Source: an optimization exercise on an open RTL-to-GDS flow (aim: small area, a short achievable clock period and few clock cycles per item). Production flows keep margins and buffers that such runs may drop.
Only simulation tests tie the RTL to the original design; equivalence was not proved.
Power and IR drop assume default switching activity.

===== run.sh =====
#!/bin/bash
# synth_recipe.tcl (not shown) runs the flow's synth.tcl, then flattens the netlist and writes it again
# the make line also repeats each setting of config.mk as NAME=value (left out here)
make -C /OpenROAD-flow-scripts/flow DESIGN_CONFIG=/design/flow/config.mk WORK_HOME=/design/flow/orfs CLKGATE_MAP_FILE= SYNTH_SCRIPT=/design/flow/synth_recipe.tcl finish

===== config.mk =====
export PLATFORM = sky130hd
export DESIGN_NAME = pne_envelope
export DESIGN_NICKNAME = pne_envelope
export VERILOG_FILES = /design/flow/design.v
export SDC_FILE = /design/flow/constraint.sdc
export NUM_CORES = 4
export LEC_CHECK = 0
export CAP_MARGIN = 20
export CORE_MARGIN = 2
export CORE_UTILIZATION = 70
export CTS_BUF_LIST = sky130_fd_sc_hd__clkbuf_4
export PLACE_DENSITY = 0.8
export SLEW_MARGIN = 20

===== constraint.sdc =====
create_clock -name core_clock -period 17.0 [get_ports {clk}]
set_input_delay 3.4000 -clock core_clock [delete_from_list [all_inputs] [get_ports {clk}]]
set_output_delay 3.4000 -clock core_clock [all_outputs]
set_load 0.01 [all_outputs]

===== design.v =====
module pne_envelope (
    input              clk,
    input              rst,          
    input              in_valid,
    output             in_ready,
    input      [127:0] in_entry,     
    input      [31:0]  in_value,     
    input      [31:0]  in_vs,        
    input      [15:0]  in_age,       
    input      [4:0]   in_width,     
    output reg         out_valid,
    output reg [31:0]  out_value,    
    output reg [2:0]   out_status
);
    localparam ST_ACCEPT  = 3'd0,    
               ST_CLIP    = 3'd1,    
               ST_HOLDOFF = 3'd2,    
               ST_REFUSE  = 3'd3,    
               ST_RECORD  = 3'd4;    
    assign in_ready = 1'b1;
    function [34:0] add35(input [34:0] a, input [34:0] b, input ci);
        reg [34:0] g, p, x;
        integer l, i;
        begin
            x = a ^ b;
            g = a & b;
            p = x;
            g[0] = g[0] | (x[0] & ci);
            for (l = 0; l < 6; l = l + 1)
                for (i = 0; i < 35; i = i + 1)
                    if ((i >> l) & 1) begin
                        g[i] = g[i] | (p[i] & g[((i >> l) << l) - 1]);
                        p[i] = p[i] & p[((i >> l) << l) - 1];
                    end
            add35 = x ^ {g[33:0], ci};
        end
    endfunction
    function [19:0] mul8x12(input [7:0] m, input [11:0] k);
        reg [19:0] r0, r1, r2, r3, r4, r5, r6, r7;
        reg [19:0] s0, c0, s1, c1, s2, c2, s3, c3, s4, c4, s5, c5;
        reg [34:0] t;
        begin
            r0 = {8'd0, k & {12{m[0]}}};
            r1 = {7'd0, k & {12{m[1]}}, 1'd0};
            r2 = {6'd0, k & {12{m[2]}}, 2'd0};
            r3 = {5'd0, k & {12{m[3]}}, 3'd0};
            r4 = {4'd0, k & {12{m[4]}}, 4'd0};
            r5 = {3'd0, k & {12{m[5]}}, 5'd0};
            r6 = {2'd0, k & {12{m[6]}}, 6'd0};
            r7 = {1'd0, k & {12{m[7]}}, 7'd0};
            s0 = r0 ^ r1 ^ r2; c0 = ((r0 & r1) | (r0 & r2) | (r1 & r2)) << 1;
            s1 = r3 ^ r4 ^ r5; c1 = ((r3 & r4) | (r3 & r5) | (r4 & r5)) << 1;
            s2 = s0 ^ c0 ^ s1; c2 = ((s0 & c0) | (s0 & s1) | (c0 & s1)) << 1;
            s3 = c1 ^ r6 ^ r7; c3 = ((c1 & r6) | (c1 & r7) | (r6 & r7)) << 1;
            s4 = s2 ^ c2 ^ s3; c4 = ((s2 & c2) | (s2 & s3) | (c2 & s3)) << 1;
            s5 = s4 ^ c4 ^ c3; c5 = ((s4 & c4) | (s4 & c3) | (c4 & c3)) << 1;
            t = add35({15'd0, s5}, {15'd0, c5}, 1'b0);
            mul8x12 = t[19:0];
        end
    endfunction
    wire [16:0] t_in       = {1'b0, in_age} - {5'd0, in_entry[20:9]};
    wire        lapsed_in  = (in_entry[20:9] != 12'd0) && !t_in[16] && (t_in[15:0] != 16'd0);
    wire        holdoff_in = lapsed_in && (t_in[15:5] == 11'd0) && (t_in[4:0] <= in_entry[8:4]);
    reg         s0_valid;
    reg [31:0]  s0_min, s0_max, s0_fs;
    reg [7:0]   s0_step_m;
    reg [2:0]   s0_step_e;
    reg [1:0]   s0_mode, s0_format;
    reg [31:0]  s0_value;
    reg [31:0]  s0_vs;
    reg [11:0]  s0_k;
    reg         s0_lapsed, s0_holdoff;
    reg [4:0]   s0_width;
    reg         s0_v_top, s0_vs_top, s0_fs_top;    
    always @(posedge clk) begin
        if (rst)
            s0_valid <= 1'b0;
        else
            s0_valid <= in_valid;
        s0_min     <= in_entry[127:96];
        s0_max     <= in_entry[95:64];
        s0_fs      <= in_entry[63:32];
        s0_step_m  <= in_entry[31:24];
        s0_step_e  <= in_entry[23:21];
        s0_mode    <= in_entry[3:2];
        s0_format  <= in_entry[1:0];
        s0_value   <= in_value;
        s0_vs      <= in_vs;
        s0_k       <= in_age[11:0] | {12{|in_age[15:12]}};
        s0_lapsed  <= lapsed_in;
        s0_holdoff <= holdoff_in;
        s0_width   <= in_width;
        s0_v_top   <= in_value[in_width];
        s0_vs_top  <= in_vs[in_width];
        s0_fs_top  <= in_entry[32 + in_width];
    end
    wire [31:0] e_min    = s0_min;
    wire [31:0] e_max    = s0_max;
    wire [7:0]  e_step_m = s0_step_m;
    wire [2:0]  e_step_e = s0_step_e;
    wire [1:0]  e_mode   = s0_mode;
    wire [1:0]  e_format = s0_format;
    wire        lapsed   = s0_lapsed;
    wire        holdoff  = s0_holdoff;
    wire is_num    = ~e_format[1];
    wire is_signed = ~e_format[1] & e_format[0];
    wire is_mask   = e_format[1] & ~e_format[0];
    wire [31:0] wmask = 32'hFFFF_FFFF >> (~s0_width);
    wire [19:0] p_age = mul8x12(e_step_m, s0_k);
    wire [19:0] p     = lapsed ? {12'd0, e_step_m} : p_age;
    wire [31:0] base_raw = lapsed ? s0_fs : s0_vs;
    wire        v_sign   = is_signed & s0_v_top;
    wire        b_sign   = is_signed & (lapsed ? s0_fs_top : s0_vs_top);
    wire [32:0] num  = {v_sign, (s0_value & wmask) | ({32{v_sign}} & ~wmask)};
    wire [32:0] base = {b_sign, (base_raw & wmask) | ({32{b_sign}} & ~wmask)};
    wire [32:0] lo0  = {is_signed & e_min[31], e_min};
    wire [32:0] hi0  = {is_signed & e_max[31], e_max};
    wire below_0 = {~num[32], num[31:0]} < {~lo0[32], lo0[31:0]};
    wire above_0 = {~num[32], num[31:0]} > {~hi0[32], hi0[31:0]};
    wire [34:0] xd_s = add35({{2{num[32]}}, num}, ~{{2{base[32]}}, base}, 1'b1);
    wire [33:0] xd   = xd_s[33:0];
    wire        neg = xd[33];
    wire [31:0] v_mask  = (s0_value & ~e_min) | e_max;
    wire        mask_ch = |(wmask & ((s0_value & e_min & ~e_max) | (e_max & ~s0_value)));
    wire        refuse_v = holdoff | (e_mode != 2'd0);
    wire        num_clip = is_num & ~refuse_v;
    wire [32:0] a_v      = below_0 ? base : hi0;
    wire [32:0] b_v      = num_clip ? (below_0 ? lo0 : base) : {1'b0, refuse_v ? s0_vs : v_mask};
    reg         s1_valid;
    reg [19:0]  s1_p;
    reg [2:0]   s1_step_e;
    reg         s1_step_nz;
    reg [31:0]  s1_mxd;
    reg         s1_neg;
    reg [32:0]  s1_a;
    reg [32:0]  s1_b;
    reg [31:0]  s1_value;
    reg [4:0]   s1_width;
    reg         s1_holdoff;
    reg         s1_is_num;
    reg         s1_mask_viol;
    reg [1:0]   s1_mode;
    reg         s1_below_0;
    reg         s1_above_0;
    always @(posedge clk) begin
        if (rst)
            s1_valid <= 1'b0;
        else
            s1_valid <= s0_valid;
        s1_p         <= p;
        s1_step_e    <= e_step_e;
        s1_step_nz   <= (e_step_m != 8'd0);
        s1_mxd       <= xd[31:0] ^ {32{neg}};
        s1_neg       <= neg;
        s1_a         <= a_v;
        s1_b         <= b_v;
        s1_value     <= s0_value;
        s1_width     <= s0_width;
        s1_holdoff   <= holdoff;
        s1_is_num    <= is_num;
        s1_mask_viol <= is_mask & mask_ch;
        s1_mode      <= e_mode;
        s1_below_0   <= below_0;
        s1_above_0   <= above_0;
    end
    wire [47:0] d       = {28'd0, s1_p} << {s1_step_e, 2'b00};
    wire        step_on = s1_step_nz && (d[47:32] == 16'd0);
    wire [31:0] d32     = d[31:0];
    wire far   = step_on & ({s1_mxd, s1_neg} > {d32, 1'b0});
    wire below = s1_below_0 | (far & s1_neg);
    wire above = s1_above_0 | (far & ~s1_neg);
    wire [34:0] wa   = {{2{s1_a[32]}}, s1_a};
    wire [34:0] wb   = ~{{2{s1_b[32]}}, s1_b};
    wire [34:0] wd   = ~{3'b000, d32};
    wire [34:0] cs_s = wa ^ wb ^ wd;
    wire [34:0] cs_c = ((wa & wb) | (wa & wd) | (wb & wd)) << 1;
    wire [34:0] wt   = add35(cs_s, cs_c, 1'b1);
    wire win   = step_on & ~wt[34];
    wire use_bound = (below ? s1_below_0 : s1_above_0) & ~win;
    wire        side_lo = s1_below_0 | s1_neg;
    wire [31:0] base_v  = s1_below_0 ? s1_a[31:0] : s1_b[31:0];
    wire [31:0] bound_v = s1_below_0 ? s1_b[31:0] : s1_a[31:0];
    wire [34:0] edge_s  = add35({3'b000, base_v}, {3'b000, d32 ^ {32{side_lo}}}, side_lo);
    wire [31:0] edge_v  = edge_s[31:0];
    wire [31:0] alt_v   = s1_b[31:0];
    wire viol = s1_is_num ? (below | above) : s1_mask_viol;
    wire [31:0] wmask2 = 32'hFFFF_FFFF >> (~s1_width);
    reg [31:0] res_value;
    reg [2:0]  res_status;
    always @* begin
        if (s1_holdoff) begin
            res_status = ST_HOLDOFF;
            res_value  = alt_v;
        end else if (viol) begin
            if (s1_mode == 2'd0) begin
                res_status = ST_CLIP;
                res_value  = s1_is_num ? (use_bound ? bound_v : edge_v) : alt_v;
            end else begin
                res_status = (s1_mode == 2'd2) ? ST_RECORD : ST_REFUSE;
                res_value  = alt_v;
            end
        end else begin
            res_status = ST_ACCEPT;
            res_value  = s1_value;
        end
    end
    always @(posedge clk) begin
        if (rst)
            out_valid <= 1'b0;
        else
            out_valid <= s1_valid;
        out_value  <= res_value & wmask2;
        out_status <= res_status;
    end
endmodule

==> results.txt, run 1 <==
Outcome
The flow ran to the end and the layout has no timing, DRC or antenna violations.

Pwr
IR analysis of the VDD net gives a maximum drop of 87.3 µV. Dividing total power by cell area gives a power density of 122 nW/µm². Of the total power, the share spent switching nets is 0.400. Of the total power, registers draw 0.320. Total power for the finished layout comes to 3.68 mW.

In this run the static leakage power is 13.9 nW. Summed over all nets, the switching power comes to 1.47 mW. Of the total power, the clock network draws 0.235. The internal cell power is 2.21 mW.

The combinational share of power is 0.445.

CTS
The clock tree from TritonCTS is done. Once the clock tree was built, the resizer swapped 0 gates to a different size. The number of buffers inserted for hold repair after clock tree synthesis is 0. Clock tree synthesis selected as its root buffer the cell clkbuf_4. The clock tree buffer depth is 3. The post-CTS setup repair buffer count is 0. The number of sinks handled by clock tree synthesis is 402. The number of clock buffers added by TritonCTS is 98.

The number of levels in the clock H-tree is 3. The clock latency on the worst-skew pair is 860 ps. The clock edge transition at the registers on the reported setup and hold paths is 70 ps.

Synth
The number of different library cells used by synthesis comes to 80. The number of flops mapped to enable cells by yosys is 0. The sequential-to-total area share from yosys stat is 0.308.

Each instance of the synthesized netlist takes up on average 9.21 µm². The number of nets in the synthesized netlist is 3401. The cell count after synthesis came out at 2839. The synthesized design contains 402 register bits. The most used flip-flop cell after synthesis is dfxtp_1. In the synthesized netlist the async set-or-reset flop fraction comes to 0.

For this run, the number of Yosys warnings is 1. The total standard cell area after synthesis is 26100 µm².

Detailed routing
The number of DRC markers in iteration 0 is 4298. The final antenna-violating net count is 0. The detailed-route wire length per cell is 25.0 µm.

The count of unresolved DRC violations after routing is 0. The via count of the routed design is 24600. The length of the first detailed-routing pass in iterations is 14. Using the TritonRoute via totals, the vias-per-cell ratio works out to 6.76. The final routed wirelength across all metal layers is 91200 µm.

Floorplan
The area of the die is 38900 µm². For this configuration, the core starts out at a cell density of 0.712. The die height is 197 µm. The floorplan step defined a core boundary enclosing 36700 µm².

The width of the die is 197 µm. Row generation in the floorplan step produced 70 rows. 253 I/O pins were placed.

STA
For the final database, setup skew stands at 62.4 ps. The total negative slack is 0 ps. Setup violations remaining at the end of the flow were counted as 0. Measured against its own limit, the worst slew margin works out to 0.224.

The number of pins with negative max-slew slack in the final report is 0. The slew at the pin closest to its max-slew limit is 1160 ps. In the finished design, the share of the clock period the worst path needs comes to 0.362. The top achievable clock speed is 0.163 GHz. The minimum clock period is 6150 ps.

Setup repair after global routing left no endpoint under its margin. The final-report hold violation count is 0.

Place
The count of buffers from port buffering is 251. At the end of routability-driven placement, the weighted congestion stood at 1.11. Summed over all nets, the half-perimeter wirelength after detailed placement is 70800 µm.

GRT
The final global-route overflow total is 0. Entering global routing, the biggest net connects 67 pins. The first-pass GRT wire length is 137000 µm. The number of antenna violations at the first check in global routing is 7.

For this run, the total global-route usage over all layers was measured as 0.465. The number of global-route vias before repair is 24100.

Final layout
The area added between synthesis and finish is 16.0%. The final core utilization is 0.826. The most common cell after layout, fill and taps aside is dfxtp_1. The share of cells above drive strength 1 is 0.0956. In the layout the commonest cells are dfxtp_1, inv_1, clkdlybuf4s50_1.

The final net count is 3652.

Critical path
The critical path startpoint is s0_format[1]. The depth of the worst register-to-register path is 18. On the worst path, the slowest cell contributes a delay of 820 ps.

The cell family with the largest share of critical-path delay is compound AO/OA/AOI/OAI gates. Data arrives at the worst endpoint at 6810 ps. The cell that appears most often on the critical path is buf_4.

Along the worst path, the maximum fanout reaches 32. The worst setup path is captured at a flip-flop. The startpoint identified for the worst register-to-register timing path is s0_format[1].

The buffering stage count on the worst path with inverters included is 5. The cell with the biggest individual delay on the critical path is inv_1. The critical path goes through buf_4 > nor2b_1 > nand2_1 > inv_1 > a21boi_0 > inv_1 > ha_1 > a21o_1 > a211o_1 > a41oi_1 > o31ai_1 > buf_4 > a21oi_1 > o211ai_1 > a311o_1 > o211ai_1 > buf_4 > xnor2_1. Data on the critical path is required at its endpoint by 17670 ps. The category of the most critical setup path is flip-flop to flip-flop.

The critical path startpoint category is a flip-flop. The number of cells on the critical path is 18.

Worst hold path
The worst hold path passes through 0 cells. In this run the most critical hold path is launched from s0_step_e[2]. The tightest min-delay check is of the flip-flop to flip-flop type.

Job
The max-cap violation count is 0.
## final cells by class
class                   count  area (µm²)
flip-flops and latches    402        8050
multi-input cells        2054       16700
inverters                 269        1010
clock inverters            39         287
fillers                  2133        6390
well taps                 468         586
clock buffers             141        1060
repair buffers            265        2610
diodes                      4        10.0
## metrics by stage
step | hold WS [ps] | instance area [µm²] | std cells | setup slack, ps
CTS | 340 | 30300 | 3638 | 11160
finish | 334 | 30300 | 3642 | 10850
floorplan | 310 | 26100 | 2839 | 11270
global placement | 326 | 28900 | 3458 | 10530
detailed placement | 316 | 28900 | 3458 | 10480
global route | 346 | 30300 | 3639 | 10690
## power by group through the flow
stage	logic [mW]	registers, mW	clock network [mW]
global route	1.78	1.18	0.914
floorplan	1.14	1.13	0
global placement	1.48	1.18	0
detailed placement	1.57	1.19	0
finish	1.64	1.18	0.867
CTS	1.59	1.17	0.870
## worst reg2reg max path, delay by kind of cell (launching register included)
kind / cells / cell delay (ps)
flip-flops: 1 / 310
adder cells (fa/ha/maj): 1 / 290
AND/OR/NAND/NOR: 2 / 890
buffers and inverters: 5 / 2000
AO/OA/AOI/OAI: 9 / 2300
XOR/XNOR: 1 / 200
## synth_stat cells, types with 61 or more instances
master | instances | area (µm²)
a21oi_1 | 180 | 901
xor2_1 | 61 | 534
and2_1 | 80 | 500
a21o_1 | 61 | 458
mux2_2 | 64 | 721
o21ai_0 | 127 | 636
mux2i_1 | 88 | 881
nand2_1 | 208 | 781
nor2_1 | 150 | 563
clkbuf_1 | 87 | 327
nand3_1 | 62 | 310
dfxtp_1 | 402 | 8050
ha_1 | 239 | 2990
fa_1 | 107 | 2140
inv_1 | 268 | 1010
xnor2_1 | 68 | 596
## final timing paths
check                                    end  slack (ps)
worst max register to register    s1_mxd[21]       10850
worst min register to register  s1_step_e[2]         330
worst min-delay path            s1_step_e[2]         330
worst max-delay path              s1_mxd[21]       10850
## metal layers
layer / track usage / part of all wire / vias to the layer above / routed length (µm)
met5: 0.00894 / 0.00053 / - / 48
met4: 0.256 / 0.062 / 8 / 5690
met3: 0.148 / 0.15 / 455 / 14000
met2: 0.688 / 0.42 / 2149 / 38000
met1: 0.603 / 0.37 / 11400 / 33500
li1: - / - / 10600 / -
## flip-flops by register name (all words and copies together) (netlist names), 2 cells and up
| signal | count |
|---|---|
| s0_value | 32 |
| s0_step_e | 3 |
| s1_step_e | 3 |
| s0_max | 32 |
| s1_p | 20 |
| s1_a | 33 |
| s0_k | 12 |
| s1_b | 33 |
| s0_format | 2 |
| s1_width | 5 |
| out_value | 32 |
| s1_mxd | 32 |
| s1_mode | 2 |
| s0_fs | 32 |
| s0_step_m | 8 |
| s0_min | 32 |
| s0_width | 5 |
| s0_mode | 2 |
| s1_value | 32 |
| s0_vs | 32 |
| out_status | 3 |
## cell families after synthesis
| group | Yosys count | share of synthesized area |
|---|---|---|
| other | 1 | 0.000143 |
| AND/OR/NAND/NOR | 717 | 0.135 |
| XOR/XNOR | 129 | 0.0432 |
| AO/OA/AOI/OAI | 677 | 0.173 |
| multiplexers | 184 | 0.0886 |
| buffers and inverters | 383 | 0.0561 |
| flip-flops | 402 | 0.308 |
| adder cells (fa/ha/maj) | 346 | 0.196 |
Testbench counts, summed over its fixed seeds: cycles 24,024, items 24,000.
==> run 2, diff against run 1 <==
--- a/design.v
+++ b/design.v
@@ -60,5 +60,5 @@
     endfunction
-    wire [16:0] t_in       = {1'b0, in_age} - {5'd0, in_entry[20:9]};
-    wire        lapsed_in  = (in_entry[20:9] != 12'd0) && !t_in[16] && (t_in[15:0] != 16'd0);
-    wire        holdoff_in = lapsed_in && (t_in[15:5] == 11'd0) && (t_in[4:0] <= in_entry[8:4]);
+    wire        lapsed_in  = (in_entry[20:9] != 12'd0) && (in_age > {4'd0, in_entry[20:9]});
+    wire [12:0] hold_end   = {1'b0, in_entry[20:9]} + {8'd0, in_entry[8:4]};
+    wire        holdoff_in = lapsed_in && (in_age <= {3'd0, hold_end});
     reg         s0_valid;
@@ -88,3 +88,3 @@
         s0_vs      <= in_vs;
-        s0_k       <= in_age[11:0] | {12{|in_age[15:12]}};
+        s0_k       <= lapsed_in ? 12'd1 : (in_age[11:0] | {12{|in_age[15:12]}});
         s0_lapsed  <= lapsed_in;
@@ -108,4 +108,3 @@
     wire [31:0] wmask = 32'hFFFF_FFFF >> (~s0_width);
-    wire [19:0] p_age = mul8x12(e_step_m, s0_k);
-    wire [19:0] p     = lapsed ? {12'd0, e_step_m} : p_age;
+    wire [19:0] p     = mul8x12(e_step_m, s0_k);
     wire [31:0] base_raw = lapsed ? s0_fs : s0_vs;
@@ -126,4 +125,4 @@
     wire        num_clip = is_num & ~refuse_v;
-    wire [32:0] a_v      = below_0 ? base : hi0;
-    wire [32:0] b_v      = num_clip ? (below_0 ? lo0 : base) : {1'b0, refuse_v ? s0_vs : v_mask};
+    wire [32:0] a_v      = base;
+    wire [32:0] b_v      = num_clip ? (below_0 ? lo0 : hi0) : {1'b0, refuse_v ? s0_vs : v_mask};
     reg         s1_valid;
@@ -171,4 +170,4 @@
     wire above = s1_above_0 | (far & ~s1_neg);
-    wire [34:0] wa   = {{2{s1_a[32]}}, s1_a};
-    wire [34:0] wb   = ~{{2{s1_b[32]}}, s1_b};
+    wire [34:0] wa   = {{2{s1_a[32]}}, s1_a} ^ {35{~s1_below_0}};
+    wire [34:0] wb   = {{2{s1_b[32]}}, s1_b} ^ {35{s1_below_0}};
     wire [34:0] wd   = ~{3'b000, d32};
@@ -180,4 +179,4 @@
     wire        side_lo = s1_below_0 | s1_neg;
-    wire [31:0] base_v  = s1_below_0 ? s1_a[31:0] : s1_b[31:0];
-    wire [31:0] bound_v = s1_below_0 ? s1_b[31:0] : s1_a[31:0];
+    wire [31:0] base_v  = s1_a[31:0];
+    wire [31:0] bound_v = s1_b[31:0];
     wire [34:0] edge_s  = add35({3'b000, base_v}, {3'b000, d32 ^ {32{side_lo}}}, side_lo);
==> results.txt, run 2 <==
Synth
The XOR/XNOR share of the synthesized area was 0.0681 (was 0.0432). The number of flops mapped to enable cells by yosys is 0 (unchanged). The synthesized area per cell is 9.38 µm² (was 9.21 µm²). The cell count after synthesis is 2648 (was 2839). The fraction of the mapped netlist area in compound gates is 0.159 (was 0.173). The sequential-to-total area share from yosys stat is 0.324 (was 0.308).

The post-synthesis share of cell area spent on and, or, nand and nor gates is 0.132 (was 0.135). The register bit count reported by yosys is 402 (unchanged). The most frequent cell after synthesis is dfxtp_1 (unchanged). The area share of the largest cell type after synthesis came to 0.324 (was 0.308). The share of synthesized cell area in full adder, half adder and majority cells was 0.188 (was 0.196). Top cells by instance count after synthesis: dfxtp_1, ha_1, inv_1, a21oi_1, nor2_1 (was dfxtp_1, inv_1, ha_1, nand2_1, a21oi_1). The combinational family with the most area after synthesis is adder cells (unchanged).

The proportion of synthesized area in mux cells is 0.0743 (was 0.0886). The count of distinct cell types in the synthesized netlist is 88 (was 80). The total standard cell area after synthesis is 24800 µm² (was 26100 µm²). Top post-synthesis cells by area: dfxtp_1, ha_1, fa_1 (unchanged). The cell type contributing the most total cell area after synthesis is dfxtp_1 (unchanged). The fraction of registers with async set/reset is 0 (unchanged). The synthesized net count was 3191 (was 3401). The Yosys warning count came to 1 (unchanged).

The leading register cell type out of synthesis is dfxtp_1 (unchanged).

Worst hold path
The type of the most critical hold path is flip-flop to flip-flop (unchanged).

CTS
The clock latency on the worst-skew pair is 860 ps (about the same). The clock edge transition at the registers on the reported setup and hold paths is 60 ps (was 70 ps). The post-CTS setup repair buffer count is 0 (unchanged). The number of levels in the clock H-tree was 3 (unchanged). The number of sinks handled by clock tree synthesis is 402 (unchanged).

The library cell used as clock root buffer is clkbuf_4 (unchanged). The clock tree from TritonCTS is done (unchanged). The number of buffers inserted for hold repair after clock tree synthesis is 0 (unchanged).

The post-cts repair resize count is 0 (unchanged). The number of buffers added by the clock tree synthesis step came to 99 (was 98). The clock tree buffer depth is 3 (unchanged).

Floorplan
The number of cell rows is 68 (was 70). The die height is 192 µm (was 197 µm). The core area is 34700 µm² (was 36700 µm²). The initial cell density of the core is 0.715 (was 0.712). The area of the die is 37000 µm² (was 38900 µm²). The width of the die is 192 µm (was 197 µm). The I/O pin count was 253 (unchanged).

Final layout
The share of cells above drive strength 1 is 0.0942 (was 0.0956). Commonest cells after routing, fill and taps aside: dfxtp_1, ha_1, clkdlybuf4s50_1 (was dfxtp_1, inv_1, clkdlybuf4s50_1). The final net count was 3461 (was 3652). The post-route standard cell area excluding fillers came to 28800 µm² (was 30300 µm²). The most common cell after layout, fill and taps aside is dfxtp_1 (unchanged).

The number of fill cells in the layout is 2003 (was 2133). The area added between synthesis and finish is 16.0% (about the same). Registers with the most flip-flops: s1_a: 33 flops, s1_b: 33 flops (unchanged). The final core utilization was 0.830 (was 0.826).

STA
The slew at the pin closest to its max-slew limit is 1050 ps (was 1160 ps). The minimum clock period is 5990 ps (was 6150 ps). The worst path setup slack after routing is 11010 ps (was 10850 ps). The count of endpoints failing setup in the final report is 0 (unchanged).

Unrepaired setup endpoints after global routing: false (unchanged). The period utilization was 0.353 (was 0.362). The worst slew margin relative to its limit came to 0.296 (was 0.224). The top achievable clock speed is 0.167 GHz (was 0.163 GHz). The final worst clock skew is 87.2 ps (was 62.4 ps).

The total negative slack is 0 ps (unchanged). The number of pins with negative max-slew slack in the final report is 0 (unchanged). The final-report hold violation count is 0 (unchanged).

Place
The placed wire-length estimate is 65400 µm (was 70800 µm). The placement-stage worst setup slack is 10290 ps (was 10480 ps). The count of buffers from port buffering came to 251 (unchanged).

The cell area reported after detailed placement is 27600 µm² (was 28900 µm²). The final RePlAce weighted congestion was 1.01 (was 1.11).

Pwr
The leakage power figure is 13.0 nW (was 13.9 nW). The power density over the cells is 105 nW/µm² (was 122 nW/µm²). The clock network fraction of design power is 0.270 (was 0.235). The part of the power in registers is 0.378 (was 0.320). The switching fraction of total power came to 0.365 (was 0.400). The combinational share of power was 0.353 (was 0.445). The maximum vdd ir drop was 90.2 µV (was 87.3 µV). The net switching power figure was 1.11 mW (was 1.47 mW).

The internal cell power is 1.92 mW (was 2.21 mW). The overall power is 3.03 mW (was 3.68 mW).

Critical path
The worst endpoint required time is 17700 ps (was 17670 ps). The nature of the critical path endpoint was a flip-flop (unchanged). The category of the most critical setup path is primary input to flip-flop (was flip-flop to flip-flop). The cell repeated most along the worst path was a21oi_1 (was buf_4).

The critical path startpoint category is a primary input (was flip-flop). The largest stage delay on the critical path came to 560 ps (was 820 ps). The cell with the biggest individual delay on the critical path is clkdlybuf4s50_1 (was inv_1). The maximum fanout count along the critical path came to 4 (was 32).

The critical path data arrival time was 6700 ps (was 6810 ps). Ordered list of cells on the worst path: clkdlybuf4s50_1 > ha_1 > a21o_1 > a21oi_1 > o21bai_1 > a21oi_1 > nor2_1 > nand3_1 > xnor2_1 > ha_1 > nand4_1 > nor3_1 > a21oi_1 > or2_2 > a21oi_1 (was buf_4 > nor2b_1 > nand2_1 > inv_1 > a21boi_0 > inv_1 > ha_1 > a21o_1 > a211o_1 > a41oi_1 > o31ai_1 > buf_4 > a21oi_1 > o211ai_1 > a311o_1 > o211ai_1 > buf_4 > xnor2_1).

GRT
The pin count of the biggest net entering global routing came to 71 (was 67). The overall routing resource usage came to 0.457 (was 0.465). The first-pass GRT wire length was 127000 µm (was 137000 µm). The number of global-route vias before repair is 22300 (was 24100). The final global-route overflow total is 0 (unchanged). The number of antenna violations at the first check in global routing is 6 (was 7).

Detailed routing
The count of unresolved DRC violations after routing came to 0 (unchanged). The via count of the routed design is 22700 (was 24600). The number of vias per cell after detailed routing is 6.59 (was 6.76). The length of the first detailed-routing pass in iterations was 23 (was 14). The detailed-route wire length per cell was 24.6 µm (was 25.0 µm). The final routed wirelength across all metal layers was 84500 µm (was 91200 µm). The number of DRC markers in iteration 0 is 3347 (was 4298).

The final antenna-violating net count is 0 (unchanged).

Outcome
Result of the run: finished clean (unchanged).

Job
The max-cap violation count was 0 (unchanged).
[run 2: through the flow]
step | hold slack, ps | cells
after floorplan | 310 | 2648
after global placement | 321 | 3272
after detailed placement | 315 | 3272
after CTS | 336 | 3439
after global routing | 340 | 3440
final | 332 | 3440
[run 2: layout make-up]
cell class | count | area [µm²] | area share
Sequential cell | 402 | 8050 | 0.279
Antenna cell | 1 | 2.50 | 0.0000869
Multi-Input combinational cell | 1906 | 15500 | 0.537
Clock buffer | 124 | 931 | 0.0323
Tap cell | 455 | 569 | 0.0198
Inverter | 247 | 927 | 0.0322
Timing Repair Buffer | 262 | 2580 | 0.0897
Clock inverter | 43 | 287 | 0.00995
[run 2: worst paths after layout]
kind                                    from      endpoint  slack (ps)  depth (start not counted)
worst max-delay path            in_entry[10]    s0_holdoff       11010                         15
worst min-delay path            s0_step_e[2]  s1_step_e[2]         330                          0
worst max register to register   s0_width[4]      s1_b[20]       11100                         15
worst min register to register  s0_step_e[2]  s1_step_e[2]         330                          0
[run 2: power groups by stage]
stage | registers, mW | logic [mW] | clock network [mW]
2_1_floorplan | 1.12 | 0.717 | 0
3_5_place_dp | 1.15 | 1.02 | 0
5_1_grt | 1.15 | 1.15 | 0.862
6_report | 1.14 | 1.07 | 0.818
3_3_place_gp | 1.15 | 0.961 | 0
4_1_cts | 1.14 | 1.03 | 0.813
[run 2: critical path, delay by kind of cell]
family          cells  cell delay (ps)
compound gates      6             1090
simple gates        5             1030
fa+ha+maj           2              560
buf+inv             1              560
xor+xnor            1               70
[run 2: metal layers]
metal / part of all wire / up-vias / global-route usage / wire, µm
met2: 0.43 / 1831 / 0.694 / 36000
met5: 0.00022 / - / 0 / 19
met1: 0.38 / 10600 / 0.601 / 31800
met3: 0.15 / 353 / 0.133 / 12300
met4: 0.052 / 2 / 0.212 / 4390
li1: - / 9861 / - / -
[run 2: logic make-up after synthesis]
family          count (synthesis)
compound gates                595
xor+xnor                      193
fa+ha+maj                     327
buf+inv                       340
flops                         402
mux                           138
other cells                     1
simple gates                  652
Testbench counts of run 2, summed over its fixed seeds: cycles 24,024, items 24,000.
==> run 3, diff against run 2 <==
==> flow/run.sh (new file) <==
#!/bin/bash
# Layout flow: the standard flow (standard.sh, its own synthesis and the
# ORFS steps through finish), with two changes to how the layout is made:
#  - timing repair (floorplan, CTS and global-route steps) aims for a setup
#    slack of 12 ns at the design's 17 ns clock, so that it sizes up the
#    critical paths instead of stopping as soon as 17 ns is met;
#  - the port buffers are sky130_fd_sc_hd__buf_1 cells.
# Constraints (constraint.sdc) and all other settings are the standard flow's and
# config.mk's. Everything the tools print goes to standard.log; ORFS keeps its
# per-step logs under orfs/logs.
set -euo pipefail
bash standard.sh SETUP_SLACK_MARGIN=12 "BUFFER_PORTS_ARGS=-buffer_cell sky130_fd_sc_hd__buf_1" finish > standard.log 2>&1
==> standard.sh (new file) <==
#!/bin/bash
# synth_recipe.tcl (not shown) runs the flow's synth.tcl, then flattens the netlist and writes it again
# the make line also repeats each setting of config.mk as NAME=value (left out here)
make -C /OpenROAD-flow-scripts/flow DESIGN_CONFIG=/design/flow/config.mk WORK_HOME=/design/flow/orfs CLKGATE_MAP_FILE= SYNTH_SCRIPT=/design/flow/synth_recipe.tcl "${@:-finish}"
removed: run.sh
==> results.txt, run 3 <==
GRT
The pin count of the biggest net entering global routing is 71 (unchanged). The final global-route overflow total came to 0 (unchanged). The overall routing resource usage is 0.448 (was 0.457). The first-pass GRT wire length came to 125000 µm (was 127000 µm). The number of global-route vias before repair was 22100 (was 22300).

The number of antenna violations at the first check in global routing came to 7 (was 6).

Floorplan
The area of the die was 37000 µm² (unchanged). The die height is 192 µm (unchanged). The core area is 34700 µm² (unchanged). The number of cell rows is 68 (unchanged). The initial cell density of the core was 0.715 (unchanged). The width of the die is 192 µm (unchanged). The I/O pin count is 253 (unchanged).

Synth
The most frequent cell after synthesis is dfxtp_1 (unchanged). The fraction of registers with async set/reset is 0 (unchanged). The count of distinct cell types in the synthesized netlist is 88 (unchanged). The synthesized area per cell was 9.38 µm² (unchanged). The total standard cell area after synthesis is 24800 µm² (unchanged). The synthesized net count came to 3191 (unchanged). Top cells by instance count after synthesis: dfxtp_1, ha_1, inv_1, a21oi_1, nor2_1 (unchanged). The register bit count reported by yosys is 402 (unchanged). The Yosys warning count is 1 (unchanged).

The leading register cell type out of synthesis is dfxtp_1 (unchanged). The cell count after synthesis is 2648 (unchanged). The area share of the largest cell type after synthesis is 0.324 (unchanged). The sequential-to-total area share from yosys stat came to 0.324 (unchanged). The number of flops mapped to enable cells by yosys is 0 (unchanged). Top post-synthesis cells by area: dfxtp_1, ha_1, fa_1 (unchanged). The cell type contributing the most total cell area after synthesis is dfxtp_1 (unchanged).

Place
The final RePlAce weighted congestion came to 1.03 (was 1.01). The placed wire-length estimate is 64200 µm (was 65400 µm). The cell count after placement came to 3272 (unchanged). The count of buffers from port buffering is 251 (unchanged).

CTS
The clock edge transition at the registers on the reported setup and hold paths was 60 ps (about the same). The number of sinks handled by clock tree synthesis came to 402 (unchanged). The clock tree buffer depth is 3 (unchanged). The number of buffers inserted for hold repair after clock tree synthesis is 0 (unchanged). The clock latency on the worst-skew pair is 880 ps (was 860 ps). The number of buffers added by the clock tree synthesis step is 100 (was 99). The number of levels in the clock H-tree came to 3 (unchanged). The clock tree from TritonCTS is done (unchanged).

The library cell used as clock root buffer is clkbuf_4 (unchanged).

Pwr
The power density over the cells was 107 nW/µm² (was 105 nW/µm²). The part of the power in registers is 0.385 (was 0.378). The maximum vdd ir drop is 114 µV (was 90.2 µV). The clock network fraction of design power is 0.267 (was 0.270). The switching fraction of total power is 0.368 (was 0.365). The net switching power figure is 1.10 mW (was 1.11 mW).

The combinational share of power is 0.348 (was 0.353). The overall power came to 2.99 mW (was 3.03 mW). The leakage power figure was 12.5 nW (was 13.0 nW).

The internal cell power is 1.89 mW (was 1.92 mW).

Critical path
The reg-to-reg startpoint is s1_step_e[0] (was s0_width[4]). The worst endpoint required time was 17730 ps (was 17700 ps). The cell repeated most along the worst path is o21a_1 (was a21oi_1). The setup slack of the worst register-to-register path is 12050 ps (was 11100 ps). The critical path startpoint category is a primary input (unchanged). The nature of the critical path endpoint was a flip-flop (unchanged). The depth of the worst register-to-register path was 17 (was 15). The critical path data arrival time came to 5830 ps (was 6700 ps). The largest stage delay on the critical path is 530 ps (was 560 ps). The maximum fanout count along the critical path is 3 (was 4). The category of the most critical setup path is primary input to flip-flop (unchanged).

The cell with the biggest individual delay on the critical path is fa_2 (was clkdlybuf4s50_1). The endpoint of the lowest-slack register-to-register path is out_value[13] (was s1_b[20]). Ordered list of cells on the worst path: buf_8 > ha_4 > fa_2 > inv_2 > ha_4 > nor2b_1 > o21a_1 > o21a_1 > o21a_1 > o21a_1 > o21ai_1 > nand2b_1 > a21oi_2 > o211ai_1 > a21oi_2 (was clkdlybuf4s50_1 > ha_1 > a21o_1 > a21oi_1 > o21bai_1 > a21oi_1 > nor2_1 > nand3_1 > xnor2_1 > ha_1 > nand4_1 > nor3_1 > a21oi_1 > or2_2 > a21oi_1).

Final layout
The most common cell after layout, fill and taps aside is dfxtp_1 (unchanged). The area added between synthesis and finish is 12.0% (was 16.0%). Registers with the most flip-flops: s1_a: 33 flops, s1_b: 33 flops (unchanged). The share of cells above drive strength 1 was 0.126 (was 0.0942). Commonest cells after routing, fill and taps aside: dfxtp_1, ha_1, buf_1 (was dfxtp_1, ha_1, clkdlybuf4s50_1). The number of cells in the finished layout apart from fillers is 3465 (was 3440). The number of fill cells in the layout is 2128 (was 2003). The final net count is 3486 (was 3461).

STA
Unrepaired setup endpoints after global routing: true (was false). The period utilization came to 0.300 (was 0.353). The minimum clock period is 5100 ps (was 5990 ps). The top achievable clock speed is 0.196 GHz (was 0.167 GHz). The count of endpoints failing setup in the final report is 0 (unchanged).

The final worst clock skew is 94.4 ps (was 87.2 ps). The worst slew margin relative to its limit is 0.347 (was 0.296). The number of pins with negative max-slew slack in the final report is 0 (unchanged). The total negative slack came to 0 ps (unchanged). The final-report hold violation count came to 0 (unchanged). The slew at the pin closest to its max-slew limit is 980 ps (was 1050 ps).

Job
The max-cap violation count is 0 (unchanged).

Detailed routing
The final routed wirelength across all metal layers was 83900 µm (was 84500 µm). The count of unresolved DRC violations after routing is 0 (unchanged). The length of the first detailed-routing pass in iterations is 7 (was 23).

The number of DRC markers in iteration 0 was 2771 (was 3347). The number of vias per cell after detailed routing is 6.57 (was 6.59). The final antenna-violating net count is 0 (unchanged). The detailed-route wire length per cell is 24.2 µm (was 24.6 µm).

The via count of the routed design is 22800 (was 22700).

Worst hold path
The endpoint of the worst hold-timing path is s1_step_e[1] (was s1_step_e[2]). The type of the most critical hold path is flip-flop to flip-flop (unchanged). The beginning of the worst hold path is s0_step_e[1] (was s0_step_e[2]). The cell depth of the worst hold path came to 0 (unchanged).

Outcome
Result of the run: finished clean (unchanged).
[run 3: final cells by class]
| class | instances | area (µm²) | area share |
|---|---|---|---|
| diodes | 6 | 15.0 | 0.000540 |
| clock buffers | 128 | 961 | 0.0345 |
| clock inverters | 35 | 224 | 0.00805 |
| inverters | 247 | 941 | 0.0338 |
| multi-input cells | 1907 | 15800 | 0.567 |
| flip-flops and latches | 402 | 8090 | 0.291 |
| well taps | 455 | 569 | 0.0205 |
| repair buffers | 284 | 1250 | 0.0451 |
| repair inverters | 1 | 7.51 | 0.000270 |
[run 3: layer usage]
metal	wire, µm	GRT usage	part of all wire	vias to the layer above
li1	-	-	-	9916
met1	33100	0.621	0.39	10700
met2	35100	0.660	0.42	1855
met3	11200	0.103	0.13	340
met4	4570	0.222	0.054	0
met5	0	0	0	-
[run 3: cells by family (layout without fill, tap and decap cells)]
kind of cell    count (synthesis)  in the layout  synth area share
flops                         402            402             0.324
other cells                     1              7          0.000151
compound gates                595            596             0.159
xor+xnor                      193            193            0.0681
simple gates                  652            652             0.132
buf+inv                       340            695            0.0545
mux                           138            138            0.0743
fa+ha+maj                     327            327             0.188
[run 3: how the worst max path moves through the flow]
stage	startpoint	to	cells after the start
floorplan	in_entry[4]	s0_holdoff	14
global placement	in_entry[10]	s0_holdoff	15
detailed placement	in_entry[10]	s0_holdoff	15
CTS	in_entry[9]	s0_holdoff	15
global route	in_entry[10]	s0_holdoff	14
finish	in_entry[9]	s0_holdoff	15
[run 3: per-stage QoR]
stage	worst slack (ps)	hold slack (ps)	utilization	instance area, µm²
after floorplan	11320	310	-	24900
after global placement	10790	318	0.751	26100
after detailed placement	10780	313	0.751	26100
after CTS	11860	328	0.789	27400
after global routing	11840	329	0.801	27800
final	11900	327	0.801	27800
[run 3: what timing repair did]
| action | in CTS | in global routing |
|---|---|---|
| cloned | 2 | 0 |
| endpoints found under the setup margin | 114 | 97 |
| pin swaps | 10 | 21 |
| hold endpoints to repair | 0 | 0 |
| resized for setup | 35 | 61 |
| setup buffers | 4 | 18 |
[run 3: power groups by stage]
stage	logic, mW	registers (mW)	clock network [mW]
6_report	1.04	1.15	0.799
3_5_place_dp	0.958	1.16	0
4_1_cts	0.983	1.14	0.798
5_1_grt	1.12	1.15	0.843
3_3_place_gp	0.911	1.15	0
2_1_floorplan	0.720	1.12	0
[run 3: worst max-delay path: cells and delay by family]
kind	cells	cell delay [ps]
buf+inv	2	140
simple gates	2	220
fa+ha+maj	3	880
compound gates	8	1180

==> port drivers added, routing unchanged <==
No port has a modelled driver above. Below, the same layouts with a new extraction and two added sets of constraints.
Step 1, drivers: a clkbuf_16 drives clk and a buf_2 each remaining input, both assumed.
Step 2 times the ports against the registers' clock, not the clock port: input delays grow and output delays shrink by t, the midpoint of the rising clock arrivals with the driver on.
Slacks: no drivers / after step 1 / after step 2; pairs: no drivers / after step 1.
run | shift t [ns] | setup WS [ns] | clock arrival spread, ns | slew at the worst register clock pin (ns) | worst data-port slew with drivers (ns)
run 1 | 0.886 | 10.853 / 10.853 / 10.286 | 0.071 / 0.070 | 0.09 / 0.09 | 0.06
run 2 | 0.870 | 11.007 / 11.026 / 10.156 | 0.088 / 0.088 | 0.09 / 0.09 | 0.07
run 3 | 0.892 | 11.901 / 11.918 / 11.026 | 0.094 / 0.094 | 0.08 / 0.08 | 0.10
After both steps setup and hold are still met in every run listed. The setup slack of run 3, which loses most, moves by +0.017 ns with the drivers and by -0.875 ns with both steps.
